This design comes from an exercise in tuning for small area, a short achievable clock period and few clock cycles on the open sky130 flow, not from production work. RTL that was checked went through simulation tests only; none was proved equivalent to the original. For run 3, only the layout was checked, not whether the RTL still works. No activity file was given, so power comes from the tool's default toggle rates.

## flow/config.mk

```make
export PLATFORM = sky130hd
export DESIGN_NAME = loop_slot
export DESIGN_NICKNAME = loop_slot
export VERILOG_FILES = /design/flow/design.v
export SDC_FILE = /design/flow/constraint.sdc
export NUM_CORES = 4
export LEC_CHECK = 0
export CAP_MARGIN = 20
export CORE_MARGIN = 2
export CORE_UTILIZATION = 40
export SLEW_MARGIN = 20
```

## flow/constraint.sdc

```tcl
create_clock -name core_clock -period 18.0 [get_ports {clk}]
set_input_delay 3.6000 -clock core_clock [delete_from_list [all_inputs] [get_ports {clk}]]
set_output_delay 3.6000 -clock core_clock [all_outputs]
set_load 0.01 [all_outputs]
```

## flow/design.v

```verilog
module loop_slot (
    input             clk,
    input             rst,           
    input             start,
    input      [12:0] start_pc,
    input      [9:0]  sig_base,
    input      [8:0]  act_base,
    input      [127:0] params,       
    input             clear,         
    output            ready,
    output     [12:0] imem_addr,
    input      [31:0] imem_rdata,
    output     [9:0]  sig_addr,
    input      [15:0] sig_rdata,
    output reg        wr_valid,
    output reg        wr_prof,       
    output reg [8:0]  wr_addr,
    output reg [31:0] wr_data,
    output reg        done,
    output            st_sat,
    output            st_clp,
    output            st_raised,
    output            st_fe_active,
    output            st_fe_seen,
    output     [15:0] cyc_last
);
    localparam OP_NOP  = 6'h00, OP_END  = 6'h01, OP_RAISE = 6'h02, OP_LDI  = 6'h03,
               OP_MOV  = 6'h04, OP_RDS  = 6'h05, OP_RDP   = 6'h06, OP_WRA  = 6'h07,
               OP_WTG  = 6'h08, OP_ADD  = 6'h10, OP_SUB   = 6'h11, OP_ADDI = 6'h12,
               OP_MUL  = 6'h13, OP_NEG  = 6'h14, OP_ABS   = 6'h15, OP_MIN  = 6'h16,
               OP_MAX  = 6'h17, OP_CLMP = 6'h18, OP_SHL   = 6'h19, OP_SHR  = 6'h1A,
               OP_LPF  = 6'h1B, OP_CLRA = 6'h20, OP_LDA   = 6'h21, OP_MAC  = 6'h22,
               OP_MSU  = 6'h23, OP_ACCA = 6'h24, OP_SHRA  = 6'h25, OP_SATA = 6'h26,
               OP_ACLP = 6'h27, OP_SKP  = 6'h30, OP_FEL   = 6'h31;
    reg  [255:0] vregs;         
    reg  [159:0] accs;          
    reg         clp;
    reg         fe_active;
    reg         sat_run;
    reg         raised_run;
    reg         fe_seen_run;
    reg  [15:0] cyc_run;         
    reg  [127:0] par;
    reg  [9:0]  sbase;
    reg  [8:0]  abase;
    reg         busy;
    reg  [12:0] pc;              
    reg  [31:0] ir;
    reg         irv;             
    reg         lpf_ph;          
    reg  [16:0] lpf_t;           
    reg         e2_mul;          
    reg         e2_aw;           
    reg         e2_acc;          
    reg         e2_rds;          
    reg  [3:0]  e2_vd;
    reg  [1:0]  e2_an;
    reg  [40:0] e2_s, e2_c;
    reg  [9:0]  sa;              
    assign ready        = !busy;
    assign imem_addr    = pc;
    assign sig_addr     = sa;
    assign st_sat       = sat_run;
    assign st_clp       = clp;
    assign st_raised    = raised_run;
    assign st_fe_active = fe_active;
    assign st_fe_seen   = fe_seen_run;
    assign cyc_last     = cyc_run;
    wire [5:0]  op     = ir[31:26];
    wire [3:0]  f_d    = ir[25:22];
    wire [1:0]  f_n    = ir[23:22];
    wire [1:0]  f_sn   = ir[19:18];
    wire [2:0]  f_cond = ir[25:23];
    wire [3:0]  f_a    = ir[21:18];
    wire [3:0]  f_b    = ir[17:14];
    wire [15:0] f_imm  = ir[15:0];
    wire [9:0]  f_sig  = ir[9:0];
    wire [8:0]  f_act  = ir[8:0];
    wire [2:0]  f_k    = ir[2:0];
    wire [3:0]  f_sh   = ir[3:0];
    wire [4:0]  f_prof = ir[4:0];
    wire [7:0]  f_cnt  = ir[7:0];
    wire is_end  = op == OP_END;
    wire is_rais = op == OP_RAISE;
    wire is_ldi  = op == OP_LDI;
    wire is_mov  = op == OP_MOV;
    wire is_rds  = op == OP_RDS;
    wire is_rdp  = op == OP_RDP;
    wire is_wra  = op == OP_WRA;
    wire is_wtg  = op == OP_WTG;
    wire is_add  = op == OP_ADD;
    wire is_sub  = op == OP_SUB;
    wire is_addi = op == OP_ADDI;
    wire is_mul  = op == OP_MUL;
    wire is_neg  = op == OP_NEG;
    wire is_abs  = op == OP_ABS;
    wire is_min  = op == OP_MIN;
    wire is_max  = op == OP_MAX;
    wire is_clmp = op == OP_CLMP;
    wire is_shl  = op == OP_SHL;
    wire is_shr  = op == OP_SHR;
    wire is_lpf  = op == OP_LPF;
    wire is_clra = op == OP_CLRA;
    wire is_lda  = op == OP_LDA;
    wire is_mac  = op == OP_MAC;
    wire is_msu  = op == OP_MSU;
    wire is_acca = op == OP_ACCA;
    wire is_shra = op == OP_SHRA;
    wire is_sata = op == OP_SATA;
    wire is_aclp = op == OP_ACLP;
    wire is_skp  = op == OP_SKP;
    wire is_fel  = op == OP_FEL;
    wire use_a = is_mov | is_wra | is_wtg | is_add | is_sub | is_addi | is_mul | is_neg |
                 is_abs | is_min | is_max | is_clmp | is_shl | is_shr | is_lpf | is_lda |
                 is_mac | is_msu | is_acca | is_aclp | (is_skp & f_cond != 3'd6) | is_fel;
    wire use_b = is_wtg | is_add | is_sub | is_mul | is_min | is_max | is_clmp | is_lpf |
                 is_mac | is_msu | is_aclp | (is_skp & f_cond != 3'd6) | is_fel;
    wire use_d = is_clmp | is_lpf;
    wire acc_e1  = is_shra | is_aclp;               
    wire acc_e2  = is_mac | is_msu | is_acca | is_lda | is_clra;    
    wire [1:0] acc_i = is_sata ? f_sn : f_n;
    wire e2_vw = e2_mul | e2_rds;
    wire hazard = (e2_vw & ((use_a & f_a == e2_vd) | (use_b & f_b == e2_vd) |
                            (use_d & f_d == e2_vd))) |
                  (e2_aw & (acc_e1 | is_sata) & acc_i == e2_an);
    wire go     = busy & irv & !hazard;       
    wire lpf_p1 = is_lpf & !lpf_ph;
    wire issue  = go & !lpf_p1;               
    wire signed [15:0] va = vregs[f_a*16 +: 16];
    wire signed [15:0] vb = vregs[f_b*16 +: 16];
    wire signed [15:0] vd = vregs[f_d*16 +: 16];
    wire signed [39:0] an = accs[acc_i*40 +: 40];
    wire signed [15:0] imm = f_imm;
    wire [15:0] pk = par[f_k*16 +: 16];
    wire        va_neg  = va[15];
    wire        negate  = is_neg | (is_abs & va_neg);
    wire [15:0] as_x    = negate ? 16'd0 : va;
    wire [15:0] as_y    = is_add ? vb : is_sub ? ~vb : is_addi ? imm : negate ? ~va : 16'd0;
    wire        as_ci   = is_sub | negate;
    wire [16:0] as_sum  = {as_x[15], as_x} + {as_y[15], as_y} + as_ci;
    wire        as_ovf  = as_sum[16] != as_sum[15];
    wire [15:0] as_res  = as_ovf ? (as_sum[16] ? 16'h8000 : 16'h7fff) : as_sum[15:0];
    wire a_lt_b = va < vb;
    wire a_eq_b = va == vb;
    wire d_lt_a = vd < va;
    wire b_lt_a = vb < va;
    wire b_lt_d = vb < vd;
    wire [15:0] min_res  = a_lt_b ? va : vb;
    wire [15:0] max_res  = a_lt_b ? vb : va;
    wire [15:0] clmp_lo  = d_lt_a ? va : vd;
    wire        clmp_hi  = d_lt_a ? b_lt_a : b_lt_d;
    wire [15:0] clmp_res = clmp_hi ? vb : clmp_lo;
    wire [31:0] shl_w   = {{16{va[15]}}, va} << f_sh;
    wire        shl_ovf = !((&shl_w[31:15]) | !(|shl_w[31:15]));
    wire [15:0] shl_res = shl_ovf ? (va[15] ? 16'h8000 : 16'h7fff) : shl_w[15:0];
    wire [15:0] shr_res = va >>> f_sh;
    wire [3:0]  sh_amt   = is_sata ? ~f_sh : f_sh;
    wire signed [40:0] sh_x = {an, 1'b0};
    wire signed [40:0] sh_y = sh_x >>> sh_amt;
    wire [39:0] shra_res = sh_y[40:1];
    wire        sata_fit = (&sh_y[40:17]) | !(|sh_y[40:17]);
    wire [17:0] sata_r   = {sh_y[17], sh_y[17:1]} + sh_y[0];
    wire        sata_ovf = !sata_fit | (sata_r[17:15] != 3'b000 & sata_r[17:15] != 3'b111);
    wire        sata_neg = sh_y[40];
    wire [15:0] sata_res = sata_ovf ? (sata_neg ? 16'h8000 : 16'h7fff) : sata_r[15:0];
    wire signed [24:0] an_hi = an[39:15];
    wire        an_lo_nz = |an[14:0];
    wire        an_lt_a  = an_hi < va;
    wire        an_gt_b  = (an_hi > vb) | ((an_hi == vb) & an_lo_nz);
    wire        aclp_hi  = an_lt_a ? b_lt_a : an_gt_b;
    wire [39:0] va_q     = {{9{va[15]}}, va, 15'd0};
    wire [39:0] vb_q     = {{9{vb[15]}}, vb, 15'd0};
    wire [39:0] aclp_res = aclp_hi ? vb_q : an_lt_a ? va_q : an;
    wire        aclp_chg = aclp_res != an;
    wire signed [16:0] abs_va = va_neg ? -{va[15], va} : {va[15], va};
    wire signed [16:0] vb17   = {vb[15], vb};
    wire        fe_over = abs_va > vb17;
    reg skip;
    always @* begin
        case (f_cond)
            3'd0:    skip = a_eq_b;
            3'd1:    skip = !a_eq_b;
            3'd2:    skip = a_lt_b;
            3'd3:    skip = !a_lt_b;
            3'd4:    skip = b_lt_a;
            3'd5:    skip = !b_lt_a;
            3'd6:    skip = clp;
            default: skip = 1'b0;
        endcase
    end
    wire skip_t = issue & is_skp & skip;
    wire e1_late = is_mul | is_lpf | is_rds | acc_e2;      
    reg        w1_v;
    reg [15:0] w1_vd;
    reg        w1_a;
    reg [39:0] w1_ad;
    reg        sat1;
    always @* begin
        w1_v  = 1'b0;
        w1_vd = as_res;
        w1_a  = 1'b0;
        w1_ad = 40'd0;
        sat1  = 1'b0;
        case (op)
            OP_LDI:  begin w1_v = 1'b1; w1_vd = f_imm; end
            OP_MOV:  begin w1_v = 1'b1; w1_vd = va; end
            OP_RDP:  begin w1_v = 1'b1; w1_vd = pk; end
            OP_ADD, OP_SUB, OP_ADDI, OP_NEG, OP_ABS:
                     begin w1_v = 1'b1; w1_vd = as_res; sat1 = as_ovf; end
            OP_MIN:  begin w1_v = 1'b1; w1_vd = min_res; end
            OP_MAX:  begin w1_v = 1'b1; w1_vd = max_res; end
            OP_CLMP: begin w1_v = 1'b1; w1_vd = clmp_res; end
            OP_SHL:  begin w1_v = 1'b1; w1_vd = shl_res; sat1 = shl_ovf; end
            OP_SHR:  begin w1_v = 1'b1; w1_vd = shr_res; end
            OP_SATA: begin w1_v = 1'b1; w1_vd = sata_res; sat1 = sata_ovf; end
            OP_SHRA: begin w1_a = 1'b1; w1_ad = shra_res; end
            OP_ACLP: begin w1_a = 1'b1; w1_ad = aclp_res; end
            default: ;
        endcase
    end
    wire we1_v = issue & w1_v;
    wire we1_a = issue & w1_a;
    wire        m_zero = is_acca | is_lda | is_clra;
    wire [16:0] mul_m  = lpf_ph ? lpf_t : m_zero ? 17'd0 : {va[15], va};
    wire [15:0] mul_rg = is_lpf ? vd : (is_acca | is_lda) ? va : 16'd0;
    wire [40:0] cs_s, cs_c;
    booth_cs u_mul (
        .m(mul_m), .b(vb), .inv(is_msu), .rg(mul_rg), .rnd(is_mul | is_lpf),
        .s(cs_s), .c(cs_c)
    );
    wire [39:0] an2  = accs[e2_an*40 +: 40];
    wire [40:0] z_a  = e2_acc ? {an2[39], an2} : 41'd0;
    wire [40:0] z_x  = e2_s ^ e2_c ^ z_a;                        
    wire [40:0] z_y  = (e2_s & e2_c) | (e2_s & z_a) | (e2_c & z_a);
    wire [40:0] z    = z_x + {z_y[39:0], 1'b0};
    wire        z16_ovf = !((&z[40:30]) | !(|z[40:30]));
    wire [15:0] z16  = z16_ovf ? (z[40] ? 16'h8000 : 16'h7fff) : z[30:15];
    wire        z40_ovf = z[40] != z[39];
    wire [39:0] z40  = z40_ovf ? (z[40] ? 40'h80_0000_0000 : 40'h7f_ffff_ffff) : z[39:0];
    wire [15:0] w2_vd = e2_rds ? sig_rdata : z16;
    wire        sat2 = (e2_mul & z16_ovf) | (e2_aw & z40_ovf);
    wire accept = !busy & start;
    wire zap    = rst | (accept & clear);
    integer i;
    always @(posedge clk) begin
        for (i = 0; i < 16; i = i + 1) begin
            if (zap)
                vregs[i*16 +: 16] <= 16'd0;
            else if (e2_vw && e2_vd == i && !(we1_v && f_d == i))
                vregs[i*16 +: 16] <= w2_vd;
            else if (we1_v && f_d == i)
                vregs[i*16 +: 16] <= w1_vd;
        end
        for (i = 0; i < 4; i = i + 1) begin
            if (zap)
                accs[i*40 +: 40] <= 40'd0;
            else if (e2_aw && e2_an == i)
                accs[i*40 +: 40] <= z40;
            else if (we1_a && f_n == i)
                accs[i*40 +: 40] <= w1_ad;
        end
    end
    always @(posedge clk) begin
        if (zap) begin
            clp       <= 1'b0;
            fe_active <= 1'b0;
        end else if (issue) begin
            if (is_aclp) clp <= aclp_chg;
            if (is_fel)  fe_active <= fe_over;
        end
    end
    always @(posedge clk) begin
        if (rst) begin
            busy     <= 1'b0;
            irv      <= 1'b0;
            lpf_ph   <= 1'b0;
            done     <= 1'b0;
            wr_valid <= 1'b0;
            e2_mul   <= 1'b0;
            e2_aw    <= 1'b0;
            e2_acc   <= 1'b0;
            e2_rds   <= 1'b0;
        end else begin
            done     <= 1'b0;
            wr_valid <= issue & (is_wra | is_wtg);
            e2_mul   <= issue & (is_mul | is_lpf);
            e2_aw    <= issue & acc_e2;
            e2_acc   <= issue & (is_mac | is_msu | is_acca);
            e2_rds   <= issue & is_rds;
            if (accept) begin
                busy <= 1'b1;
                irv  <= 1'b0;
                pc   <= start_pc;
            end else if (busy) begin
                if (issue & is_end) begin
                    busy <= 1'b0;
                    done <= 1'b1;
                    irv  <= 1'b0;
                end else if (skip_t) begin
                    pc  <= pc + f_cnt;
                    irv <= 1'b0;
                end else if (!irv || issue) begin
                    pc  <= pc + 13'd1;
                    ir  <= imem_rdata;
                    irv <= 1'b1;
                    if (imem_rdata[31:26] == OP_END && !(irv && e1_late)) begin
                        busy <= 1'b0;
                        done <= 1'b1;
                    end
                end
                if (go & is_lpf)
                    lpf_ph <= !lpf_ph;
            end
        end
    end
    always @(posedge clk) begin
        if (rst) begin
            sat_run     <= 1'b0;
            raised_run  <= 1'b0;
            fe_seen_run <= 1'b0;
            cyc_run     <= 16'd0;
        end else if (accept) begin
            sat_run     <= 1'b0;
            raised_run  <= 1'b0;
            fe_seen_run <= 1'b0;
            cyc_run     <= 16'd1;
        end else begin
            if ((issue & sat1) | sat2) sat_run <= 1'b1;
            if (issue & is_rais) raised_run <= 1'b1;
            if (issue & is_fel)  fe_seen_run <= 1'b1;
            if (issue & !is_end)
                cyc_run <= cyc_run + ((is_rds | is_wtg | is_lpf) ? 16'd2 : 16'd1);
        end
    end
    always @(posedge clk) begin
        if (accept) begin
            par   <= params;
            sbase <= sig_base;
            abase <= act_base;
        end
        if (go & lpf_p1)
            lpf_t <= {va[15], va} - {vd[15], vd};
        e2_vd <= f_d;
        e2_an <= f_n;
        e2_s  <= cs_s;
        e2_c  <= cs_c;
        sa    <= ir[21] ? f_sig + sbase : f_sig;
        wr_prof <= is_wtg;
        wr_addr <= is_wtg ? {4'd0, f_prof} : (ir[17] ? f_act + abase : f_act);
        wr_data <= is_wtg ? {va, vb} : {{16{va[15]}}, va};
    end
endmodule
module booth_cs (
    input  [16:0] m,       
    input  [15:0] b,       
    input         inv,     
    input  [15:0] rg,      
    input         rnd,     
    output [40:0] s,
    output [40:0] c
);
    wire [16:0] bx = {b, 1'b0};
    wire [17:0] m2 = {m[16], m};
    wire [18:0] m1 = {m2, 1'b0};    
    wire one0 = bx[1] ^ bx[0];
    wire two0 = (bx[2] & ~bx[1] & ~bx[0]) | (~bx[2] & bx[1] & bx[0]);
    wire one1 = bx[3] ^ bx[2];
    wire two1 = (bx[4] & ~bx[3] & ~bx[2]) | (~bx[4] & bx[3] & bx[2]);
    wire one2 = bx[5] ^ bx[4];
    wire two2 = (bx[6] & ~bx[5] & ~bx[4]) | (~bx[6] & bx[5] & bx[4]);
    wire one3 = bx[7] ^ bx[6];
    wire two3 = (bx[8] & ~bx[7] & ~bx[6]) | (~bx[8] & bx[7] & bx[6]);
    wire one4 = bx[9] ^ bx[8];
    wire two4 = (bx[10] & ~bx[9] & ~bx[8]) | (~bx[10] & bx[9] & bx[8]);
    wire one5 = bx[11] ^ bx[10];
    wire two5 = (bx[12] & ~bx[11] & ~bx[10]) | (~bx[12] & bx[11] & bx[10]);
    wire one6 = bx[13] ^ bx[12];
    wire two6 = (bx[14] & ~bx[13] & ~bx[12]) | (~bx[14] & bx[13] & bx[12]);
    wire one7 = bx[15] ^ bx[14];
    wire two7 = (bx[16] & ~bx[15] & ~bx[14]) | (~bx[16] & bx[15] & bx[14]);
    wire [7:0] ng = {bx[16], bx[14], bx[12], bx[10], bx[8], bx[6], bx[4], bx[2]} ^ {8{inv}};
    wire [17:0] t0 = (({18{one0}} & m2) | ({18{two0}} & m1[17:0])) ^ {18{ng[0]}};
    wire [17:0] t1 = (({18{one1}} & m2) | ({18{two1}} & m1[17:0])) ^ {18{ng[1]}};
    wire [17:0] t2 = (({18{one2}} & m2) | ({18{two2}} & m1[17:0])) ^ {18{ng[2]}};
    wire [17:0] t3 = (({18{one3}} & m2) | ({18{two3}} & m1[17:0])) ^ {18{ng[3]}};
    wire [17:0] t4 = (({18{one4}} & m2) | ({18{two4}} & m1[17:0])) ^ {18{ng[4]}};
    wire [17:0] t5 = (({18{one5}} & m2) | ({18{two5}} & m1[17:0])) ^ {18{ng[5]}};
    wire [17:0] t6 = (({18{one6}} & m2) | ({18{two6}} & m1[17:0])) ^ {18{ng[6]}};
    wire [17:0] t7 = (({18{one7}} & m2) | ({18{two7}} & m1[17:0])) ^ {18{ng[7]}};
    wire s1, c2, s3, c4, s5, c6, s7, c8, s9, c10, s11, c12, s13, c14, s15, c16, s17, c18, s19, c20, s21, c22, s23, c24, s25, c26, s27, c28, s29, c30, s31, c32, s33, c34, s35, c36, s37, c38, s39, c40, s41, c42, s43, c44, s45, c46, s47, c48, s49, c50, s51, c52, s53, c54, s55, c56, s57, c58, s59, c60, s61, c62, s63, c64, s65, c66, s67, c68, s69, c70, s71, c72, s73, c74, s75, c76, s77, c78, s79, c80, s81, c82, s83, c84, s85, c86, s87, c88, s89, c90, s91, c92, s93, c94, s95, c96, s97, c98, s99, c100, s101, c102, s103, c104, s105, c106, s107, c108, s109, c110, s111, c112, s113, c114, s115, c116, s117, c118, s119, c120, s121, c122, s123, c124, s125, c126, s127, c128, s129, c130, s131, c132, s133, c134, s135, c136, s137, c138, s139, c140, s141, c142, s143, c144, s145, c146, s147, c148, s149, c150, s151, c152, s153, c154, s155, c156, s157, c158, s159, c160, s161, c162, s163, c164, s165, c166, s167, c168, s169, c170, s171, c172, s173, c174, s175, c176, s177, c178, s179, c180, s181, c182, s183, c184, s185, c186, s187, c188, s189, c190, s191, c192, s193, c194, s195, c196, s197, c198, s199, c200, s201, c202, s203, c204, s205, c206, s207, c208, s209, c210, s211, c212, s213, c214, s215, c216, s217, c218, s219, c220, s221, c222, s223, c224, s225, c226, s227, c228, s229, c230, s231, c232, s233, c234, s235, c236, s237, c238, s239, c240, s241, c242, s243, c244, s245, c246, s247, c248, s249, c250, s251, c252, s253, c254, s255, c256, s257, c258, s259, c260, s261, c262, s263, c264, s265, c266, s267, c268, s269, c270;
    assign s1 = t0[14] ^ t1[12];
    assign c2 = t0[14] & t1[12];
    assign s3 = t0[15] ^ t1[13];
    assign c4 = t0[15] & t1[13];
    assign s5 = t0[16] ^ t1[14];
    assign c6 = t0[16] & t1[14];
    assign s7 = ~t0[17] ^ t1[15] ^ t2[13];
    assign c8 = (~t0[17] & t1[15]) | (~t0[17] & t2[13]) | (t1[15] & t2[13]);
    assign s9 = t1[16] ^ t2[14];
    assign c10 = t1[16] & t2[14];
    assign s11 = t0[10] ^ t1[8];
    assign c12 = t0[10] & t1[8];
    assign s13 = t0[11] ^ t1[9];
    assign c14 = t0[11] & t1[9];
    assign s15 = t0[12] ^ t1[10] ^ t2[8];
    assign c16 = (t0[12] & t1[10]) | (t0[12] & t2[8]) | (t1[10] & t2[8]);
    assign s17 = t3[6] ^ t4[4];
    assign c18 = t3[6] & t4[4];
    assign s19 = t0[13] ^ t1[11] ^ t2[9];
    assign c20 = (t0[13] & t1[11]) | (t0[13] & t2[9]) | (t1[11] & t2[9]);
    assign s21 = t3[7] ^ t4[5];
    assign c22 = t3[7] & t4[5];
    assign s23 = t2[10] ^ t3[8] ^ t4[6];
    assign c24 = (t2[10] & t3[8]) | (t2[10] & t4[6]) | (t3[8] & t4[6]);
    assign s25 = t5[4] ^ t6[2] ^ t7[0];
    assign c26 = (t5[4] & t6[2]) | (t5[4] & t7[0]) | (t6[2] & t7[0]);
    assign s27 = ng[7] ^ rnd;
    assign c28 = ng[7] & rnd;
    assign s29 = t2[11] ^ t3[9] ^ t4[7];
    assign c30 = (t2[11] & t3[9]) | (t2[11] & t4[7]) | (t3[9] & t4[7]);
    assign s31 = t5[5] ^ t6[3] ^ t7[1];
    assign c32 = (t5[5] & t6[3]) | (t5[5] & t7[1]) | (t6[3] & t7[1]);
    assign s33 = rg[0] ^ c2 ^ s3;
    assign c34 = (rg[0] & c2) | (rg[0] & s3) | (c2 & s3);
    assign s35 = t2[12] ^ t3[10] ^ t4[8];
    assign c36 = (t2[12] & t3[10]) | (t2[12] & t4[8]) | (t3[10] & t4[8]);
    assign s37 = t5[6] ^ t6[4] ^ t7[2];
    assign c38 = (t5[6] & t6[4]) | (t5[6] & t7[2]) | (t6[4] & t7[2]);
    assign s39 = rg[1] ^ c4 ^ s5;
    assign c40 = (rg[1] & c4) | (rg[1] & s5) | (c4 & s5);
    assign s41 = t3[11] ^ t4[9] ^ t5[7];
    assign c42 = (t3[11] & t4[9]) | (t3[11] & t5[7]) | (t4[9] & t5[7]);
    assign s43 = t6[5] ^ t7[3] ^ rg[2];
    assign c44 = (t6[5] & t7[3]) | (t6[5] & rg[2]) | (t7[3] & rg[2]);
    assign s45 = 1'b1 ^ c6 ^ s7;
    assign c46 = (1'b1 & c6) | (1'b1 & s7) | (c6 & s7);
    assign s47 = t3[12] ^ t4[10] ^ t5[8];
    assign c48 = (t3[12] & t4[10]) | (t3[12] & t5[8]) | (t4[10] & t5[8]);
    assign s49 = t6[6] ^ t7[4] ^ rg[3];
    assign c50 = (t6[6] & t7[4]) | (t6[6] & rg[3]) | (t7[4] & rg[3]);
    assign s51 = 1'b1 ^ c8 ^ s9;
    assign c52 = (1'b1 & c8) | (1'b1 & s9) | (c8 & s9);
    assign s53 = ~t1[17] ^ t2[15] ^ t3[13];
    assign c54 = (~t1[17] & t2[15]) | (~t1[17] & t3[13]) | (t2[15] & t3[13]);
    assign s55 = t4[11] ^ t5[9] ^ t6[7];
    assign c56 = (t4[11] & t5[9]) | (t4[11] & t6[7]) | (t5[9] & t6[7]);
    assign s57 = t7[5] ^ rg[4] ^ c10;
    assign c58 = (t7[5] & rg[4]) | (t7[5] & c10) | (rg[4] & c10);
    assign s59 = t2[16] ^ t3[14] ^ t4[12];
    assign c60 = (t2[16] & t3[14]) | (t2[16] & t4[12]) | (t3[14] & t4[12]);
    assign s61 = t5[10] ^ t6[8] ^ t7[6];
    assign c62 = (t5[10] & t6[8]) | (t5[10] & t7[6]) | (t6[8] & t7[6]);
    assign s63 = rg[5] ^ 1'b1;
    assign c64 = rg[5] & 1'b1;
    assign s65 = ~t2[17] ^ t3[15] ^ t4[13];
    assign c66 = (~t2[17] & t3[15]) | (~t2[17] & t4[13]) | (t3[15] & t4[13]);
    assign s67 = t5[11] ^ t6[9] ^ t7[7];
    assign c68 = (t5[11] & t6[9]) | (t5[11] & t7[7]) | (t6[9] & t7[7]);
    assign s69 = t3[16] ^ t4[14] ^ t5[12];
    assign c70 = (t3[16] & t4[14]) | (t3[16] & t5[12]) | (t4[14] & t5[12]);
    assign s71 = t6[10] ^ t7[8];
    assign c72 = t6[10] & t7[8];
    assign s73 = ~t3[17] ^ t4[15] ^ t5[13];
    assign c74 = (~t3[17] & t4[15]) | (~t3[17] & t5[13]) | (t4[15] & t5[13]);
    assign s75 = t4[16] ^ t5[14];
    assign c76 = t4[16] & t5[14];
    assign s77 = t0[6] ^ t1[4];
    assign c78 = t0[6] & t1[4];
    assign s79 = t0[7] ^ t1[5];
    assign c80 = t0[7] & t1[5];
    assign s81 = t0[8] ^ t1[6] ^ t2[4];
    assign c82 = (t0[8] & t1[6]) | (t0[8] & t2[4]) | (t1[6] & t2[4]);
    assign s83 = t3[2] ^ t4[0];
    assign c84 = t3[2] & t4[0];
    assign s85 = t0[9] ^ t1[7] ^ t2[5];
    assign c86 = (t0[9] & t1[7]) | (t0[9] & t2[5]) | (t1[7] & t2[5]);
    assign s87 = t3[3] ^ t4[1];
    assign c88 = t3[3] & t4[1];
    assign s89 = t2[6] ^ t3[4] ^ t4[2];
    assign c90 = (t2[6] & t3[4]) | (t2[6] & t4[2]) | (t3[4] & t4[2]);
    assign s91 = t5[0] ^ ng[5] ^ s11;
    assign c92 = (t5[0] & ng[5]) | (t5[0] & s11) | (ng[5] & s11);
    assign s93 = t2[7] ^ t3[5] ^ t4[3];
    assign c94 = (t2[7] & t3[5]) | (t2[7] & t4[3]) | (t3[5] & t4[3]);
    assign s95 = t5[1] ^ c12 ^ s13;
    assign c96 = (t5[1] & c12) | (t5[1] & s13) | (c12 & s13);
    assign s97 = t5[2] ^ t6[0] ^ ng[6];
    assign c98 = (t5[2] & t6[0]) | (t5[2] & ng[6]) | (t6[0] & ng[6]);
    assign s99 = c14 ^ s15 ^ s17;
    assign c100 = (c14 & s15) | (c14 & s17) | (s15 & s17);
    assign s101 = t5[3] ^ t6[1] ^ c16;
    assign c102 = (t5[3] & t6[1]) | (t5[3] & c16) | (t6[1] & c16);
    assign s103 = c18 ^ s19 ^ s21;
    assign c104 = (c18 & s19) | (c18 & s21) | (s19 & s21);
    assign s105 = s1 ^ c20 ^ c22;
    assign c106 = (s1 & c20) | (s1 & c22) | (c20 & c22);
    assign s107 = s23 ^ s25 ^ s27;
    assign c108 = (s23 & s25) | (s23 & s27) | (s25 & s27);
    assign s109 = c24 ^ c26 ^ c28;
    assign c110 = (c24 & c26) | (c24 & c28) | (c26 & c28);
    assign s111 = s29 ^ s31 ^ s33;
    assign c112 = (s29 & s31) | (s29 & s33) | (s31 & s33);
    assign s113 = c30 ^ c32 ^ c34;
    assign c114 = (c30 & c32) | (c30 & c34) | (c32 & c34);
    assign s115 = s35 ^ s37 ^ s39;
    assign c116 = (s35 & s37) | (s35 & s39) | (s37 & s39);
    assign s117 = c36 ^ c38 ^ c40;
    assign c118 = (c36 & c38) | (c36 & c40) | (c38 & c40);
    assign s119 = s41 ^ s43 ^ s45;
    assign c120 = (s41 & s43) | (s41 & s45) | (s43 & s45);
    assign s121 = c42 ^ c44 ^ c46;
    assign c122 = (c42 & c44) | (c42 & c46) | (c44 & c46);
    assign s123 = s47 ^ s49 ^ s51;
    assign c124 = (s47 & s49) | (s47 & s51) | (s49 & s51);
    assign s125 = c48 ^ c50 ^ c52;
    assign c126 = (c48 & c50) | (c48 & c52) | (c50 & c52);
    assign s127 = s53 ^ s55 ^ s57;
    assign c128 = (s53 & s55) | (s53 & s57) | (s55 & s57);
    assign s129 = c54 ^ c56 ^ c58;
    assign c130 = (c54 & c56) | (c54 & c58) | (c56 & c58);
    assign s131 = s59 ^ s61 ^ s63;
    assign c132 = (s59 & s61) | (s59 & s63) | (s61 & s63);
    assign s133 = rg[6] ^ c60 ^ c62;
    assign c134 = (rg[6] & c60) | (rg[6] & c62) | (c60 & c62);
    assign s135 = c64 ^ s65 ^ s67;
    assign c136 = (c64 & s65) | (c64 & s67) | (s65 & s67);
    assign s137 = rg[7] ^ 1'b1 ^ c66;
    assign c138 = (rg[7] & 1'b1) | (rg[7] & c66) | (1'b1 & c66);
    assign s139 = c68 ^ s69 ^ s71;
    assign c140 = (c68 & s69) | (c68 & s71) | (s69 & s71);
    assign s141 = t6[11] ^ t7[9] ^ rg[8];
    assign c142 = (t6[11] & t7[9]) | (t6[11] & rg[8]) | (t7[9] & rg[8]);
    assign s143 = c70 ^ c72 ^ s73;
    assign c144 = (c70 & c72) | (c70 & s73) | (c72 & s73);
    assign s145 = t6[12] ^ t7[10] ^ rg[9];
    assign c146 = (t6[12] & t7[10]) | (t6[12] & rg[9]) | (t7[10] & rg[9]);
    assign s147 = 1'b1 ^ c74 ^ s75;
    assign c148 = (1'b1 & c74) | (1'b1 & s75) | (c74 & s75);
    assign s149 = ~t4[17] ^ t5[15] ^ t6[13];
    assign c150 = (~t4[17] & t5[15]) | (~t4[17] & t6[13]) | (t5[15] & t6[13]);
    assign s151 = t7[11] ^ rg[10] ^ c76;
    assign c152 = (t7[11] & rg[10]) | (t7[11] & c76) | (rg[10] & c76);
    assign s153 = t5[16] ^ t6[14] ^ t7[12];
    assign c154 = (t5[16] & t6[14]) | (t5[16] & t7[12]) | (t6[14] & t7[12]);
    assign s155 = rg[11] ^ 1'b1;
    assign c156 = rg[11] & 1'b1;
    assign s157 = ~t5[17] ^ t6[15] ^ t7[13];
    assign c158 = (~t5[17] & t6[15]) | (~t5[17] & t7[13]) | (t6[15] & t7[13]);
    assign s159 = t6[16] ^ t7[14];
    assign c160 = t6[16] & t7[14];
    assign s161 = t0[4] ^ t1[2];
    assign c162 = t0[4] & t1[2];
    assign s163 = t0[5] ^ t1[3];
    assign c164 = t0[5] & t1[3];
    assign s165 = t2[2] ^ t3[0] ^ ng[3];
    assign c166 = (t2[2] & t3[0]) | (t2[2] & ng[3]) | (t3[0] & ng[3]);
    assign s167 = t2[3] ^ t3[1] ^ c78;
    assign c168 = (t2[3] & t3[1]) | (t2[3] & c78) | (t3[1] & c78);
    assign s169 = ng[4] ^ c80 ^ s81;
    assign c170 = (ng[4] & c80) | (ng[4] & s81) | (c80 & s81);
    assign s171 = c82 ^ c84 ^ s85;
    assign c172 = (c82 & c84) | (c82 & s85) | (c84 & s85);
    assign s173 = c86 ^ c88 ^ s89;
    assign c174 = (c86 & c88) | (c86 & s89) | (c88 & s89);
    assign s175 = c90 ^ c92 ^ s93;
    assign c176 = (c90 & c92) | (c90 & s93) | (c92 & s93);
    assign s177 = c94 ^ c96 ^ s97;
    assign c178 = (c94 & c96) | (c94 & s97) | (c96 & s97);
    assign s179 = c98 ^ c100 ^ s101;
    assign c180 = (c98 & c100) | (c98 & s101) | (c100 & s101);
    assign s181 = c102 ^ c104 ^ s105;
    assign c182 = (c102 & c104) | (c102 & s105) | (c104 & s105);
    assign s183 = c106 ^ c108 ^ s109;
    assign c184 = (c106 & c108) | (c106 & s109) | (c108 & s109);
    assign s185 = c110 ^ c112 ^ s113;
    assign c186 = (c110 & c112) | (c110 & s113) | (c112 & s113);
    assign s187 = c114 ^ c116 ^ s117;
    assign c188 = (c114 & c116) | (c114 & s117) | (c116 & s117);
    assign s189 = c118 ^ c120 ^ s121;
    assign c190 = (c118 & c120) | (c118 & s121) | (c120 & s121);
    assign s191 = c122 ^ c124 ^ s125;
    assign c192 = (c122 & c124) | (c122 & s125) | (c124 & s125);
    assign s193 = c126 ^ c128 ^ s129;
    assign c194 = (c126 & c128) | (c126 & s129) | (c128 & s129);
    assign s195 = c130 ^ c132 ^ s133;
    assign c196 = (c130 & c132) | (c130 & s133) | (c132 & s133);
    assign s197 = c134 ^ c136 ^ s137;
    assign c198 = (c134 & c136) | (c134 & s137) | (c136 & s137);
    assign s199 = c138 ^ c140 ^ s141;
    assign c200 = (c138 & c140) | (c138 & s141) | (c140 & s141);
    assign s201 = c142 ^ c144 ^ s145;
    assign c202 = (c142 & c144) | (c142 & s145) | (c144 & s145);
    assign s203 = c146 ^ c148 ^ s149;
    assign c204 = (c146 & c148) | (c146 & s149) | (c148 & s149);
    assign s205 = c150 ^ c152 ^ s153;
    assign c206 = (c150 & c152) | (c150 & s153) | (c152 & s153);
    assign s207 = rg[12] ^ c154 ^ c156;
    assign c208 = (rg[12] & c154) | (rg[12] & c156) | (c154 & c156);
    assign s209 = rg[13] ^ 1'b1 ^ c158;
    assign c210 = (rg[13] & 1'b1) | (rg[13] & c158) | (1'b1 & c158);
    assign s211 = ~t6[17] ^ t7[15] ^ rg[14];
    assign c212 = (~t6[17] & t7[15]) | (~t6[17] & rg[14]) | (t7[15] & rg[14]);
    assign s213 = t0[2] ^ t1[0];
    assign c214 = t0[2] & t1[0];
    assign s215 = t0[3] ^ t1[1];
    assign c216 = t0[3] & t1[1];
    assign s217 = t2[0] ^ ng[2] ^ s161;
    assign c218 = (t2[0] & ng[2]) | (t2[0] & s161) | (ng[2] & s161);
    assign s219 = t2[1] ^ c162 ^ s163;
    assign c220 = (t2[1] & c162) | (t2[1] & s163) | (c162 & s163);
    assign s221 = s77 ^ c164 ^ s165;
    assign c222 = (s77 & c164) | (s77 & s165) | (c164 & s165);
    assign s223 = s79 ^ c166 ^ s167;
    assign c224 = (s79 & c166) | (s79 & s167) | (c166 & s167);
    assign s225 = s83 ^ c168 ^ s169;
    assign c226 = (s83 & c168) | (s83 & s169) | (c168 & s169);
    assign s227 = s87 ^ c170 ^ s171;
    assign c228 = (s87 & c170) | (s87 & s171) | (c170 & s171);
    assign s229 = s91 ^ c172 ^ s173;
    assign c230 = (s91 & c172) | (s91 & s173) | (c172 & s173);
    assign s231 = s95 ^ c174 ^ s175;
    assign c232 = (s95 & c174) | (s95 & s175) | (c174 & s175);
    assign s233 = s99 ^ c176 ^ s177;
    assign c234 = (s99 & c176) | (s99 & s177) | (c176 & s177);
    assign s235 = s103 ^ c178 ^ s179;
    assign c236 = (s103 & c178) | (s103 & s179) | (c178 & s179);
    assign s237 = s107 ^ c180 ^ s181;
    assign c238 = (s107 & c180) | (s107 & s181) | (c180 & s181);
    assign s239 = s111 ^ c182 ^ s183;
    assign c240 = (s111 & c182) | (s111 & s183) | (c182 & s183);
    assign s241 = s115 ^ c184 ^ s185;
    assign c242 = (s115 & c184) | (s115 & s185) | (c184 & s185);
    assign s243 = s119 ^ c186 ^ s187;
    assign c244 = (s119 & c186) | (s119 & s187) | (c186 & s187);
    assign s245 = s123 ^ c188 ^ s189;
    assign c246 = (s123 & c188) | (s123 & s189) | (c188 & s189);
    assign s247 = s127 ^ c190 ^ s191;
    assign c248 = (s127 & c190) | (s127 & s191) | (c190 & s191);
    assign s249 = s131 ^ c192 ^ s193;
    assign c250 = (s131 & c192) | (s131 & s193) | (c192 & s193);
    assign s251 = s135 ^ c194 ^ s195;
    assign c252 = (s135 & c194) | (s135 & s195) | (c194 & s195);
    assign s253 = s139 ^ c196 ^ s197;
    assign c254 = (s139 & c196) | (s139 & s197) | (c196 & s197);
    assign s255 = s143 ^ c198 ^ s199;
    assign c256 = (s143 & c198) | (s143 & s199) | (c198 & s199);
    assign s257 = s147 ^ c200 ^ s201;
    assign c258 = (s147 & c200) | (s147 & s201) | (c200 & s201);
    assign s259 = s151 ^ c202 ^ s203;
    assign c260 = (s151 & c202) | (s151 & s203) | (c202 & s203);
    assign s261 = s155 ^ c204 ^ s205;
    assign c262 = (s155 & c204) | (s155 & s205) | (c204 & s205);
    assign s263 = s157 ^ c206 ^ s207;
    assign c264 = (s157 & c206) | (s157 & s207) | (c206 & s207);
    assign s265 = s159 ^ c208 ^ s209;
    assign c266 = (s159 & c208) | (s159 & s209) | (c208 & s209);
    assign s267 = c160 ^ c210 ^ s211;
    assign c268 = (c160 & c210) | (c160 & s211) | (c210 & s211);
    assign s269 = t7[16] ^ ~rg[15] ^ c212;
    assign c270 = (t7[16] & ~rg[15]) | (t7[16] & c212) | (~rg[15] & c212);
    assign s = {1'b1, 1'b1, 1'b1, 1'b1, 1'b1, 1'b1, 1'b1, 1'b1, 1'b1, ~t7[17], c268, c266, c264, c262, c260, c258, c256, c254, c252, c250, c248, c246, c244, c242, c240, c238, c236, c234, c232, c230, c228, c226, c224, c222, c220, c218, c216, c214, ng[1], t0[1], t0[0]};
    assign c = {1'b0, 1'b0, 1'b0, 1'b0, 1'b0, 1'b0, 1'b0, 1'b0, 1'b0, c270, s269, s267, s265, s263, s261, s259, s257, s255, s253, s251, s249, s247, s245, s243, s241, s239, s237, s235, s233, s231, s229, s227, s225, s223, s221, s219, s217, s215, s213, 1'b0, ng[0]};
endmodule
```

## flow/run.sh

```bash
#!/bin/bash
# synth_recipe.tcl (not shown) runs the flow's synth.tcl, then flattens the netlist and writes it again
# the make line also repeats each setting of config.mk as NAME=value (left out here)
make -C /OpenROAD-flow-scripts/flow DESIGN_CONFIG=/design/flow/config.mk WORK_HOME=/design/flow/orfs CLKGATE_MAP_FILE= SYNTH_SCRIPT=/design/flow/synth_recipe.tcl finish
```

==> results of run 1 <==
metal layers:
metal  up-vias  part of all wire, %  wire length, um  track usage [%]
met5         -                0.035              102           0.1232
met4        16                  8.0            23320            22.94
met3      1173                   14            41080            12.49
met2      4738                   42           121900            52.45
met1     29430                   36           105100            44.87
li1      25230                    -                -                -
kinds of logic after synthesis:
kind of cell | synth area share (%)
AO/OA/AOI/OAI | 23.37
AND/OR/NAND/NOR | 12.16
buffers and inverters | 5.098
flip-flops | 28.59
multiplexers | 16.84
adder cells (fa/ha/maj) | 9.602
XOR/XNOR | 4.329
other | 0.006097
Yosys cell counts (34+ instances only):
cell      instances
o211ai_1         38
a31oi_1          46
nand2_1         598
a21o_1           86
a21oi_1         651
dfxtp_1         565
inv_1           219
nor3_1           95
and2_1           77
a211oi_1        144
nor2b_1          34
edfxtp_1        209
mux4_2          349
o211a_1          48
o22ai_1          46
a22oi_1         279
mux2_2           42
nor2_1          416
nand3_1         104
o32ai_1         136
ha_1            224
xor2_1          154
nand4_1          44
o21ai_0         315
fa_1            143
xnor2_1         150
mux2i_1         202
nor4_1           37
and3_1           51
o21a_1           52
buf_1            55
clkbuf_1        433
state kept, by name (all words and copies together), names as in the netlist, 17 cells and up:
signal and flops:
vregs 256, accs 160, par 128, e2_s 32, ir 32, wr_data 32, e2_c 31, lpf_t 17
critical path, delay by kind of cell (launching register included):
kind	cells	cell delay [ns]
AO/OA/AOI/OAI	13	3.83
AND/OR/NAND/NOR	6	1.97
flip-flops	1	0.32
multiplexers	3	0.93
buffers and inverters	4	1.80
adder cells (fa/ha/maj)	2	0.53
cells in the final DEF, fill, tap and decap left out, types with 209 or more instances in the layout:
master and n:
a21oi_1 647, nand2_1 593, dfxtp_1 563, nor2_1 405, mux4_2 349, o21ai_0 314
clkdlybuf4s50_1 300, a22oi_1 279, buf_4 226, ha_1 224, inv_1 218, edfxtp_1 209
area by class of cell:
cell class / instances / area share [%]
flip-flops and latches: 774 / 25.01
clock buffers: 127 / 3.749
well taps: 2030 / 3.610
clock inverters: 46 / 1.060
inverters: 244 / 1.309
repair buffers: 527 / 6.709
multi-input cells: 5048 / 58.54
diodes: 5 / 0.01779
power groups by stage:
stage / Combinational [mW] / Clock, mW / Sequential, mW
after global routing: 0.859 / 2.18 / 1.86
after global placement: 0.781 / 0 / 1.89
final: 0.831 / 2.10 / 1.85
after detailed placement: 0.787 / 0 / 1.89
after CTS: 0.791 / 2.11 / 1.85
after floorplan: 0.451 / 0 / 1.89
through the flow:
step	power (mW)	area (um2)	hold WS, ns	setup slack, ns	std cells
2_1_floorplan	2.337	61510	0.3427	9.059	6610
3_3_place_gp	2.672	66860	0.4534	8.573	8622
3_5_place_dp	2.678	66890	0.4582	8.292	8622
4_1_cts	4.759	70270	0.4716	8.294	8795
5_1_grt	4.896	70340	0.5025	7.576	8797
6_report	4.788	70350	0.4681	8.336	8801
worst max path at each step:
stage	startpoint	endpoint	cells after the start	slack, ns
2_1_floorplan	start	pc[11]	4	9.06
3_3_place_gp	ir[18]	vregs[236]	28	8.57
3_5_place_dp	ir[18]	vregs[251]	28	8.29
4_1_cts	ir[18]	vregs[251]	28	8.29
5_1_grt	ir[18]	vregs[108]	28	7.58
6_report	ir[18]	vregs[204]	28	8.34
==> flow_summary_export.csv, run 1 <==
group,metric,value,unit
run_status,outcome,"finished clean",
place,replace_congestion,1.077,
setup_path,worst_path_max_delay_cell,"o41ai_1",
clocking,cts-hold-fix-buffers,0,
sta,rsz_0062_raised_after_global_routing,"no",
power_and_ir_drop,vdd.ir_drop.worst,0.00008420,V
sta,worst_slew_margin_rel,12.67,%
sta,fin_tns_setup,0,ns
setup_path,critPathKind,"register to register",
final_layout,fill_cells,14400,
routing,vias,60580,
setup_path,worstPathRequired,18.61,ns
setup_path,worst_ep_arrival,10.28,ns
sta,final.setup_skew,0.08586,ns
setup_path,critical_path.max_stage_delay,0.91,ns
routing,viasPerCell,6.883,
sta,hold_viol_final,0,
setup_path,cp_max_fo,36,
flow_run,cap_violations,0,
global_routing,antenna_found_initial,18,
routing,post-route-drc-count,0,
floorplanning,core_region_area,152300,um2
clocking,clock_slew_at_the_register_clock_pins_of_the_worst_setup_and_hold_paths,0.06,ns
routing,drt_iter0_drc,9904,
clocking,numCtsBuffers,92,
clocking,cts.root.buffer_cell,"clkbuf_16",
power_and_ir_drop,leakagePower,25.62,nW
hold_path,worstHoldPathCells,2,
synth,postSynth.asyncResetShare,0,%
sta,worst_pin_slew,1.310,ns
setup_path,worst_setup_path_start_kind,"register",
clocking,cts_tree,"built",
final_layout,area_growth_syn_to_layout,14.38,%
synth,postSynthCellCount,6610,
hold_path,worstHoldPathType,"register to register",
routing,wirelength,291500,um
sta,setup_viol_count_final,0,
place,hpwl,200300,um
floorplanning,initial_cell_density_of_the_core,40.40,%
global_routing,groute.usage.overall,35.86,%
setup_path,setup.reg_to_reg.worst_slack,8.34,ns
setup_path,worstReg2RegStart,"ir[18]",
power_and_ir_drop,clock_power_share,43.9,%
floorplanning,design.portCount,301,
place,port_buffers,300,
clocking,cts_max_level,3,
global_routing,first_global_vias,57080,
synth,yosys.cell_types.count,112,
synth,register_area_share_after_synthesis,28.59,%
clocking,clock_insertion_delay_worst_skew,0.81,ns
final_layout,layout.core_utilization,46.20,%
floorplanning,floorplan.die.height,396.1,um
floorplanning,total_die_area,156900,um2
setup_path,critical_path.reg2reg.endpoint,"vregs[204]",
clocking,cts_max_path_buffers,3,
power_and_ir_drop,intPower,3.315,mW
synth,synth.largest_area_cell,"dfxtp_1",
clocking,post_cts_buffers,0,
routing,routed_wire_length_per_instance,33.12,um
synth,postSynthRegisterBits,774,
global_routing,grt_first_pass_wirelength,412200,um
final_layout,finish.net_count,7266,
global_routing,grt_max_degree,97,
synth,edff_count_synth,209,
power_and_ir_drop,pwr_density_cell,68.05,nW/um2
synth,synthFlopType,"dfxtp_1",
setup_path,r2r_cell_count,28,
floorplanning,rows,143,
routing,postRouteAntennaNets,0,
clocking,clock_sinks,774,
power_and_ir_drop,netSwitchingFraction,30.76,%
power_and_ir_drop,p_sw,1.473,mW
synth,synthesis.area,61510,um2
final_layout,multiInputGateArea,41180,um2
final_layout,ff_latch_area,17590,um2
sta,min_period,9.664,ns
synth,synth.area.top_cells,"dfxtp_1 18%, mux4_2 13%, edfxtp_1 10%",
synth,mappedNetlistNets,7189,
setup_path,cp-end-kind,"register",
global_routing,globalRouteOverflowTotal,0,
floorplanning,die_x,396.1,um
power_and_ir_drop,share_seq_of_total_power,38.7,%
synth,post-synth-top-area-fraction,18.39,%
final_layout,post_route_cells_drive_above_1_share,13.54,%
sta,achievable-frequency,103.5,MHz
synth,synth_warnings,1,
hold_path,worstHoldEndpoint,"fe_seen_run",
hold_path,hp-start,"fe_seen_run",
synth,avgSynthCellArea,9.305,um2
routing,drt_pass1_iterations,8,
sta,slew_violations,0,
clocking,cts_repair_resize_count,0,
power_and_ir_drop,proportion_of_power_drawn_by_combinational_gates,17.4,%
sta,final_min_period_over_clock_period,53.69,%
Testbench counts, summed over its fixed seeds: cycles 159,414.
==> run 2: changes to the inputs <==
==> flow/flow/run.sh (new file) <==
#!/bin/bash
# Standard synthesis and layout; timing repair aims for more setup slack than the
# constraint needs, so that the layout reaches a shorter period.
set -euo pipefail
bash standard.sh synth > synth.log 2>&1
bash standard.sh SETUP_SLACK_MARGIN=12 finish > layout.log 2>&1
==> flow/standard.sh (new file) <==
#!/bin/bash
# synth_recipe.tcl (not shown) runs the flow's synth.tcl, then flattens the netlist and writes it again
# the make line also repeats each setting of config.mk as NAME=value (left out here)
make -C /OpenROAD-flow-scripts/flow DESIGN_CONFIG=/design/flow/config.mk WORK_HOME=/design/flow/orfs CLKGATE_MAP_FILE= SYNTH_SCRIPT=/design/flow/synth_recipe.tcl "${@:-finish}"
removed: flow/run.sh
==> run 2 against run 1 <==
  * Sequential power barely moved
  * Via count rose by 4.8%
  * First-iteration DRC count rose by 3.7%
  * Combinational power rose by 48%
  * Critical path type unchanged
  * Largest cell class unchanged
==> flow_summary_export.csv, run 2 <==
group,metric,value,unit
synth,postSynth.asyncResetShare,0,%
synth,postSynthCellCount,6610,
synth,synth.largest_area_cell,"dfxtp_1",
floorplanning,die_x,396.1,um
floorplanning,rows,143,
synth,avgSynthCellArea,9.305,um2
synth,postSynthRegisterBits,774,
synth,synthesis.area,61510,um2
setup_path,setup.reg_to_reg.worst_slack,11.43,ns
synth,yosys-top-cells-count,"651 x a21oi_1, 598 x nand2_1, 565 x dfxtp_1, 433 x clkbuf_1, 416 x nor2_1",
floorplanning,total_die_area,156900,um2
sta,setup_viol_count_final,0,
clocking,clock_sinks,774,
routing,routed_wire_length_per_instance,34.79,um
global_routing,antenna_found_initial,20,
clocking,cts_max_level,3,
sta,min_period,6.573,ns
clocking,cts.root.buffer_cell,"clkbuf_16",
global_routing,first_global_vias,59230,
routing,drt_iter0_drc,10270,
final_layout,largest_register_ff_count,256,
power_and_ir_drop,pwr_density_cell,65.40,nW/um2
synth,synth_warnings,1,
flow_run,cap_violations,0,
setup_path,r2r_cell_count,26,
setup_path,cp_max_fo,11,
final_layout,most-common-layout-cells,"574 x nand2_1, 563 x dfxtp_1, 561 x a21oi_1",
setup_path,critical_path.reg2reg.endpoint,"vregs[20]",
place,hpwl,204200,um
place,replace_congestion,1.019,
routing,post-route-drc-count,0,
synth,synthFlopType,"dfxtp_1",
final_layout,post_route_cells_drive_above_1_share,24.78,%
routing,drt_pass1_iterations,7,
sta,rsz_0062_raised_after_global_routing,"yes",
hold_path,worstHoldEndpoint,"fe_seen_run",
routing,wirelength,317900,um
power_and_ir_drop,leakagePower,28.54,nW
sta,fin_tns_setup,0,ns
synth,mappedNetlistNets,7189,
clocking,cts_max_path_buffers,3,
routing,postRouteAntennaNets,0,
synth,synth.area.top_cells,"dfxtp_1 18%, mux4_2 13%, edfxtp_1 10%",
final_layout,most_common_cell_after_layout_fill_and_taps_aside,"nand2_1",
setup_path,cp-end-kind,"register",
synth,register_area_share_after_synthesis,28.59,%
routing,vias,63480,
hold_path,worstHoldPathCells,2,
sta,achievable-frequency,152.1,MHz
hold_path,hp-start,"fe_seen_run",
final_layout,reg_top3,"vregs: 256 flops, accs: 160 flops, par: 128 flops",
final_layout,area_growth_syn_to_layout,27.31,%
clocking,cts-hold-fix-buffers,0,
sta,hold_viol_final,0,
synth,post-synth-top-area-fraction,18.39,%
place,pre_cts_slack,9.151,ns
synth,yosys.cell_types.count,112,
sta,slew_violations,0,
sta,final_min_period_over_clock_period,36.52,%
setup_path,critPathKind,"register to register",
setup_path,worst_path_max_delay_cell,"mux4_2",
hold_path,worstHoldPathType,"register to register",
floorplanning,core_region_area,152300,um2
sta,worst_pin_slew,1.397,ns
place,port_buffers,300,
power_and_ir_drop,vdd.ir_drop.worst,0.00007995,V
global_routing,grt_max_degree,81,
synth,yosys.cell_count.top_type,"a21oi_1",
floorplanning,design.portCount,301,
clocking,clock_slew_at_the_register_clock_pins_of_the_worst_setup_and_hold_paths,0.08,ns
power_and_ir_drop,total_power,5.121,mW
sta,worst_slew_margin_rel,6.541,%
sta,final.setup.worst_slack,11.43,ns
floorplanning,floorplan.die.height,396.1,um
sta,hold-worst-slack,0.4781,ns
global_routing,groute.usage.overall,38.43,%
setup_path,worst_setup_path_start_kind,"register",
setup_path,worstPathRequired,18.61,ns
final_layout,finish.net_count,7604,
global_routing,globalRouteOverflowTotal,0,
clocking,clock_insertion_delay_worst_skew,0.80,ns
setup_path,critical_path.max_stage_delay,0.60,ns
clocking,cts_tree,"built",
run_status,outcome,"finished clean",
setup_path,worst_ep_arrival,7.18,ns
sta,final.setup_skew,0.07240,ns
setup_path,worstReg2RegStart,"e2_an[0]",
routing,viasPerCell,6.948,
synth,edff_count_synth,209,
final_layout,registers.top_by_ff_count,"vregs",
clocking,numCtsBuffers,91,
global_routing,grt_first_pass_wirelength,438300,um
floorplanning,initial_cell_density_of_the_core,40.40,%
## run 2: cell counts after synthesis
No cell type changed its count.
## run 2: final cells by class
cell class | instances | area (um2)
fill | 13710 | 73960
multi-input combinational | 5059 | 44670
sequential | 774 | 17590
timing repair buffer | 855 | 9245
clock buffer | 120 | 2557
tap | 2030 | 2540
inverter | 244 | 1008
clock inverter | 43 | 663.1
antenna | 11 | 27.53
## run 2: where the power goes
part           switching (mW)  internal [mW]
clock network           0.872           1.17
logic                   0.749          0.481
registers              0.0213           1.83
total                    1.64           3.48
## run 2: cell families after synthesis
family	count (synthesis)	synth area share (%)
AO/OA/AOI/OAI	2152	23.37
AND/OR/NAND/NOR	1607	12.16
buffers and inverters	788	5.098
flip-flops	774	28.59
multiplexers	593	16.84
adder cells (fa/ha/maj)	391	9.602
XOR/XNOR	304	4.329
other	1	0.006097
## run 2: worst max-delay path: cells and delay by family (launching register included)
family                     cells  cell delay [ns]
buffers and inverters          7             1.15
muxes                          1             0.60
and+or+nand+nor                8             1.22
adders and majority gates      2             0.80
AOI/OAI and AO/OA              8             2.10
DFF                            1             0.51
## run 2: worst max-delay path by stage
stage                         from          to  slack (ns)  cells past startpoint
after detailed placement    ir[19]   vregs[73]        9.15                     19
after global routing      e2_an[0]    vregs[7]       11.27                     26
after global placement      ir[18]  vregs[252]        9.15                     28
final                     e2_an[0]   vregs[20]       11.43                     26
after CTS                 e2_an[0]    vregs[1]       11.56                     22
after floorplan             ir[14]      pc[12]       11.79                     33
## run 2: metrics by stage
step	utilization [%]	std cells	area (um2)
floorplan	-	6610	62030
global placement	43.99	8611	66980
detailed placement	44.02	8612	67030
CTS	49.31	9014	75080
global route	51.41	9128	78280
finish	51.43	9136	78300
## run 2: per-layer routing
metal  track usage (%)  part of all wire (%)  vias up
li1                  -                     -    25930
met1             46.86                    35    30810
met2             55.76                    41     5235
met3             14.46                    15     1492
met4             26.85                   8.9       19
met5            0.6466                 0.074        -
## run 2: timing repair
action                                  4_1_cts  5_1_grt
resized for setup                           499      488
endpoints found under the setup margin      518      444
setup buffers                               208       91
cloned                                       31       18
pin swaps                                   153      156
==> run 3: changes to the inputs <==
--- a/flow/design.v
+++ b/flow/design.v
@@ -51,6 +51,5 @@
     reg  [16:0] lpf_t;           
     reg         e2_mul;          
-    reg         e2_aw;           
-    reg         e2_acc;          
+    reg         e2_mac;          
     reg         e2_rds;          
     reg  [3:0]  e2_vd;
@@ -117,11 +116,11 @@
                  is_mac | is_msu | is_aclp | (is_skp & f_cond != 3'd6) | is_fel;
     wire use_d = is_clmp | is_lpf;
-    wire acc_e1  = is_shra | is_aclp;               
-    wire acc_e2  = is_mac | is_msu | is_acca | is_lda | is_clra;    
+    wire acc_rd1 = is_acca | is_shra | is_sata | is_aclp;      
+    wire acc_wr1 = is_clra | is_lda | is_acca | is_shra | is_aclp;
     wire [1:0] acc_i = is_sata ? f_sn : f_n;
     wire e2_vw = e2_mul | e2_rds;
     wire hazard = (e2_vw & ((use_a & f_a == e2_vd) | (use_b & f_b == e2_vd) |
                             (use_d & f_d == e2_vd))) |
-                  (e2_aw & (acc_e1 | is_sata) & acc_i == e2_an);
+                  (e2_mac & (acc_wr1 | (acc_rd1 & acc_i == e2_an)));
     wire go     = busy & irv & !hazard;       
     wire lpf_p1 = is_lpf & !lpf_ph;
@@ -156,6 +155,5 @@
     wire [15:0] shr_res = va >>> f_sh;
     wire [3:0]  sh_amt   = is_sata ? ~f_sh : f_sh;
-    wire signed [40:0] sh_x = {an, 1'b0};
-    wire signed [40:0] sh_y = sh_x >>> sh_amt;
+    wire signed [40:0] sh_y = $signed({an, 1'b0}) >>> sh_amt;
     wire [39:0] shra_res = sh_y[40:1];
     wire        sata_fit = (&sh_y[40:17]) | !(|sh_y[40:17]);
@@ -164,4 +162,8 @@
     wire        sata_neg = sh_y[40];
     wire [15:0] sata_res = sata_ovf ? (sata_neg ? 16'h8000 : 16'h7fff) : sata_r[15:0];
+    wire [25:0] acca_sum = {an[39], an[39:15]} + {{10{va[15]}}, va};
+    wire        acca_ovf = acca_sum[25] != acca_sum[24];
+    wire [39:0] acca_res = acca_ovf ? (acca_sum[25] ? 40'h80_0000_0000 : 40'h7f_ffff_ffff)
+                                    : {acca_sum[24:0], an[14:0]};
     wire signed [24:0] an_hi = an[39:15];
     wire        an_lo_nz = |an[14:0];
@@ -173,7 +175,6 @@
     wire [39:0] aclp_res = aclp_hi ? vb_q : an_lt_a ? va_q : an;
     wire        aclp_chg = aclp_res != an;
-    wire signed [16:0] abs_va = va_neg ? -{va[15], va} : {va[15], va};
-    wire signed [16:0] vb17   = {vb[15], vb};
-    wire        fe_over = abs_va > vb17;
+    wire [16:0] abs_va  = va_neg ? -{va[15], va} : {va[15], va};
+    wire        fe_over = $signed(abs_va) > $signed({vb[15], vb});
     reg skip;
     always @* begin
@@ -190,5 +191,4 @@
     end
     wire skip_t = issue & is_skp & skip;
-    wire e1_late = is_mul | is_lpf | is_rds | acc_e2;      
     reg        w1_v;
     reg [15:0] w1_vd;
@@ -214,4 +214,7 @@
             OP_SHR:  begin w1_v = 1'b1; w1_vd = shr_res; end
             OP_SATA: begin w1_v = 1'b1; w1_vd = sata_res; sat1 = sata_ovf; end
+            OP_CLRA: begin w1_a = 1'b1; w1_ad = 40'd0; end
+            OP_LDA:  begin w1_a = 1'b1; w1_ad = va_q; end
+            OP_ACCA: begin w1_a = 1'b1; w1_ad = acca_res; sat1 = acca_ovf; end
             OP_SHRA: begin w1_a = 1'b1; w1_ad = shra_res; end
             OP_ACLP: begin w1_a = 1'b1; w1_ad = aclp_res; end
@@ -221,7 +224,6 @@
     wire we1_v = issue & w1_v;
     wire we1_a = issue & w1_a;
-    wire        m_zero = is_acca | is_lda | is_clra;
-    wire [16:0] mul_m  = lpf_ph ? lpf_t : m_zero ? 17'd0 : {va[15], va};
-    wire [15:0] mul_rg = is_lpf ? vd : (is_acca | is_lda) ? va : 16'd0;
+    wire [16:0] mul_m  = lpf_ph ? lpf_t : {va[15], va};
+    wire [15:0] mul_rg = is_lpf ? vd : 16'd0;
     wire [40:0] cs_s, cs_c;
     booth_cs u_mul (
@@ -230,8 +232,5 @@
     );
     wire [39:0] an2  = accs[e2_an*40 +: 40];
-    wire [40:0] z_a  = e2_acc ? {an2[39], an2} : 41'd0;
-    wire [40:0] z_x  = e2_s ^ e2_c ^ z_a;                        
-    wire [40:0] z_y  = (e2_s & e2_c) | (e2_s & z_a) | (e2_c & z_a);
-    wire [40:0] z    = z_x + {z_y[39:0], 1'b0};
+    wire [40:0] z    = e2_s + e2_c + (e2_mac ? {an2[39], an2} : 41'd0);
     wire        z16_ovf = !((&z[40:30]) | !(|z[40:30]));
     wire [15:0] z16  = z16_ovf ? (z[40] ? 16'h8000 : 16'h7fff) : z[30:15];
@@ -239,5 +238,5 @@
     wire [39:0] z40  = z40_ovf ? (z[40] ? 40'h80_0000_0000 : 40'h7f_ffff_ffff) : z[39:0];
     wire [15:0] w2_vd = e2_rds ? sig_rdata : z16;
-    wire        sat2 = (e2_mul & z16_ovf) | (e2_aw & z40_ovf);
+    wire        sat2 = (e2_mul & z16_ovf) | (e2_mac & z40_ovf);
     wire accept = !busy & start;
     wire zap    = rst | (accept & clear);
@@ -255,5 +254,5 @@
             if (zap)
                 accs[i*40 +: 40] <= 40'd0;
-            else if (e2_aw && e2_an == i)
+            else if (e2_mac && e2_an == i)
                 accs[i*40 +: 40] <= z40;
             else if (we1_a && f_n == i)
@@ -278,6 +277,5 @@
             wr_valid <= 1'b0;
             e2_mul   <= 1'b0;
-            e2_aw    <= 1'b0;
-            e2_acc   <= 1'b0;
+            e2_mac   <= 1'b0;
             e2_rds   <= 1'b0;
         end else begin
@@ -285,6 +283,5 @@
             wr_valid <= issue & (is_wra | is_wtg);
             e2_mul   <= issue & (is_mul | is_lpf);
-            e2_aw    <= issue & acc_e2;
-            e2_acc   <= issue & (is_mac | is_msu | is_acca);
+            e2_mac   <= issue & (is_mac | is_msu);
             e2_rds   <= issue & is_rds;
             if (accept) begin
@@ -304,8 +301,4 @@
                     ir  <= imem_rdata;
                     irv <= 1'b1;
-                    if (imem_rdata[31:26] == OP_END && !(irv && e1_late)) begin
-                        busy <= 1'b0;
-                        done <= 1'b1;
-                    end
                 end
                 if (go & is_lpf)
==> flow/run.sh (new file) <==
#!/bin/bash
# synth_recipe.tcl (not shown) runs the flow's synth.tcl, then flattens the netlist and writes it again
# the make line also repeats each setting of config.mk as NAME=value (left out here)
make -C /OpenROAD-flow-scripts/flow DESIGN_CONFIG=/design/flow/config.mk WORK_HOME=/design/flow/orfs CLKGATE_MAP_FILE= SYNTH_SCRIPT=/design/flow/synth_recipe.tcl finish
--- a/flow/config.mk
+++ b/flow/config.mk
@@ -6,6 +6,8 @@
 export NUM_CORES = 4
 export LEC_CHECK = 0
+export ABC_CLOCK_PERIOD_IN_PS = 4500
 export CAP_MARGIN = 20
 export CORE_MARGIN = 2
 export CORE_UTILIZATION = 40
+export SETUP_SLACK_MARGIN = 5
 export SLEW_MARGIN = 20
removed: flow/flow/run.sh
removed: flow/standard.sh
==> run 3 against run 2 <==
  * Core utilization fell by 5.9 points
  * Global-route usage decreased by 0.35 points
  * Count of clock-buffer cells in the layout decreased by 5
  * Highest routed layer unchanged
  * Sequential cell count shrank 1
  * Total power decreased by 6.1%
  * Clock skew shrank 0.012 ns
  * Critical path depth decreased by 1
  * Final area is 5.6% lower
  * Synthesized cell count up 8.8%
  * Area after synthesis up 5.9%
  * Clock power is essentially flat
  * Still clean on timing, DRC and antenna
==> flow_summary_export.csv, run 3 <==
group,metric,value,unit
final_layout,most_common_cell_after_layout_fill_and_taps_aside,"nand2_1",
synth,synthesis.area,65150,um2
routing,routed_wire_length_per_instance,34.58,um
synth,yosys.area_share.adder,9.241,%
final_layout,layout.core_utilization,45.57,%
routing,wirelength,327600,um
hold_path,worstHoldPathType,"register to register",
synth,synth_xor_area_share,4.943,%
floorplanning,rows,148,
place,hpwl,232600,um
final_layout,largest_register_ff_count,256,
sta,min_period,9.314,ns
final_layout,reg_top3,"vregs: 256 flops, accs: 160 flops, par: 128 flops",
power_and_ir_drop,leakagePower,26.69,nW
setup_path,critical_path.max_stage_delay,0.86,ns
sta,worst_slew_margin_rel,12.22,%
global_routing,first_global_vias,61540,
power_and_ir_drop,vdd.ir_drop.worst,0.00009201,V
sta,rsz_0062_raised_after_global_routing,"no",
synth,synth_compound_gate_area_share,25.18,%
global_routing,antenna_found_initial,17,
clocking,cts_tree,"built",
synth,synthMuxAreaShare,14.83,%
clocking,post_cts_buffers,0,
clocking,clock_sinks,773,
final_layout,registers.top_by_ff_count,"vregs",
sta,final.setup_skew,0.06089,ns
clocking,clock_slew_at_the_register_clock_pins_of_the_worst_setup_and_hold_paths,0.06,ns
synth,edff_count_synth,209,
floorplanning,floorplan.die.height,407.6,um
floorplanning,design.portCount,301,
clocking,cts_max_level,3,
sta,hold_viol_final,0,
power_and_ir_drop,total_power,4.807,mW
clocking,numCtsBuffers,94,
synth,yosys.cell_types.count,115,
place,post-place-cells,9288,
floorplanning,total_die_area,166100,um2
global_routing,grt_max_degree,237,
synth,postSynthCellCount,7189,
synth,postSynthRegisterBits,773,
synth,avgSynthCellArea,9.063,um2
synth,largest_family_of_logic_cells_by_synthesized_area,"compound AO/OA/AOI/OAI gates",
synth,register_area_share_after_synthesis,26.96,%
flow_run,cap_violations,0,
clocking,cts_max_path_buffers,3,
routing,vias,64990,
synth,synth.area.top_cells,"dfxtp_1 17%, mux4_2 12%, edfxtp_1 9.6%",
place,pre_cts_slack,8.888,ns
routing,postRouteAntennaNets,0,
final_layout,most-common-layout-cells,"658 x nand2_1, 642 x nor2_1, 561 x dfxtp_1",
power_and_ir_drop,pwr_density_cell,65.02,nW/um2
global_routing,grt_first_pass_wirelength,461700,um
run_status,outcome,"finished clean",
routing,viasPerCell,6.860,
global_routing,groute.usage.overall,38.07,%
place,port_buffers,300,
synth,post-synth-top-area-fraction,17.33,%
synth,postSynth.asyncResetShare,0,%
global_routing,globalRouteOverflowTotal,0,
sta,achievable-frequency,107.4,MHz
clocking,clock_insertion_delay_worst_skew,0.78,ns
sta,final.setup.worst_slack,8.686,ns
setup_path,worst_path_max_delay_cell,"edfxtp_1",
sta,setup_viol_count_final,0,
setup_path,worst_ep_arrival,9.92,ns
sta,fin_tns_setup,0,ns
clocking,cts_repair_resize_count,0,
synth,synth.largest_area_cell,"dfxtp_1",
setup_path,critPathKind,"register to register",
synth,synthFlopType,"dfxtp_1",
run 3: changes by cell type in the layout (fill, tap and decap cells not counted), sizes merged, moves of 60 or more:
cell	before	now
mux2i	202	127
buf	537	223
a211oi	151	90
nand3	105	165
a22oi	279	147
nor2	420	666
o21ai	325	488
a21oi	653	410
o32ai	136	240
xnor2	150	226
o211ai	38	296
nand2	604	668
run 3: per-stage QoR:
step | instance area, um2 | hold WS, ns
global route | 73900 | 0.5393
CTS | 73840 | 0.5167
finish | 73930 | 0.5138
global placement | 70460 | 0.4896
floorplan | 65150 | 0.3462
detailed placement | 70570 | 0.4972
run 3: logic make-up (layout without fill, tap and decap cells):
logic type / after synthesis / in the layout
other: 1 / 12
AO/OA/AOI/OAI: 2290 / 2290
multiplexers: 520 / 520
flip-flops: 773 / 773
AND/OR/NAND/NOR: 1956 / 1956
adder cells (fa/ha/maj): 418 / 418
buffers and inverters: 865 / 964
XOR/XNOR: 366 / 366
run 3: area by class of cell:
class	instances	area [um2]
sequential	773	17580
fill	15620	88290
multi-input combinational	5551	44550
timing repair buffer	524	4770
tap	2175	2721
clock buffer	115	2552
clock inverter	56	719.4
inverter	269	1015
antenna	11	27.53
run 3: power breakdown:
part           switching, mW  internal, mW  leakage (nW)  total (mW)
Combinational          0.620         0.274          18.5       0.894
Sequential            0.0227          1.83          6.53        1.85
Clock                  0.884          1.18          1.61        2.06
run 3: critical path, delay by kind of cell, from the launching register on:
family                   cells  cell delay, ns
AO/OA/AOI/OAI               12            4.30
adder cells (fa/ha/maj)      1            0.39
buffers and inverters        5            1.56
flip-flops                   1            0.86
AND/OR/NAND/NOR              7            1.96
run 3: layer usage:
metal,share of wire [%],vias up,GRT usage (%),wire (um)
li1,-,27280,-,-
met1,36,31560,46.77,119400
met2,43,4780,57.22,141300
met3,11,1367,10.02,36920
met4,9.1,10,28.65,29870
met5,0.019,-,0,61
run 3: path summary, 6_finish.rpt:
path / slack (ns) / to / cells past startpoint / from
max: 8.69 / accs[76] / 25 / ir[28]
min: 0.51 / cyc_run[6] / 2 / cyc_run[6]
max reg2reg: 8.69 / accs[76] / 25 / ir[28]
min reg2reg: 0.51 / cyc_run[6] / 2 / cyc_run[6]
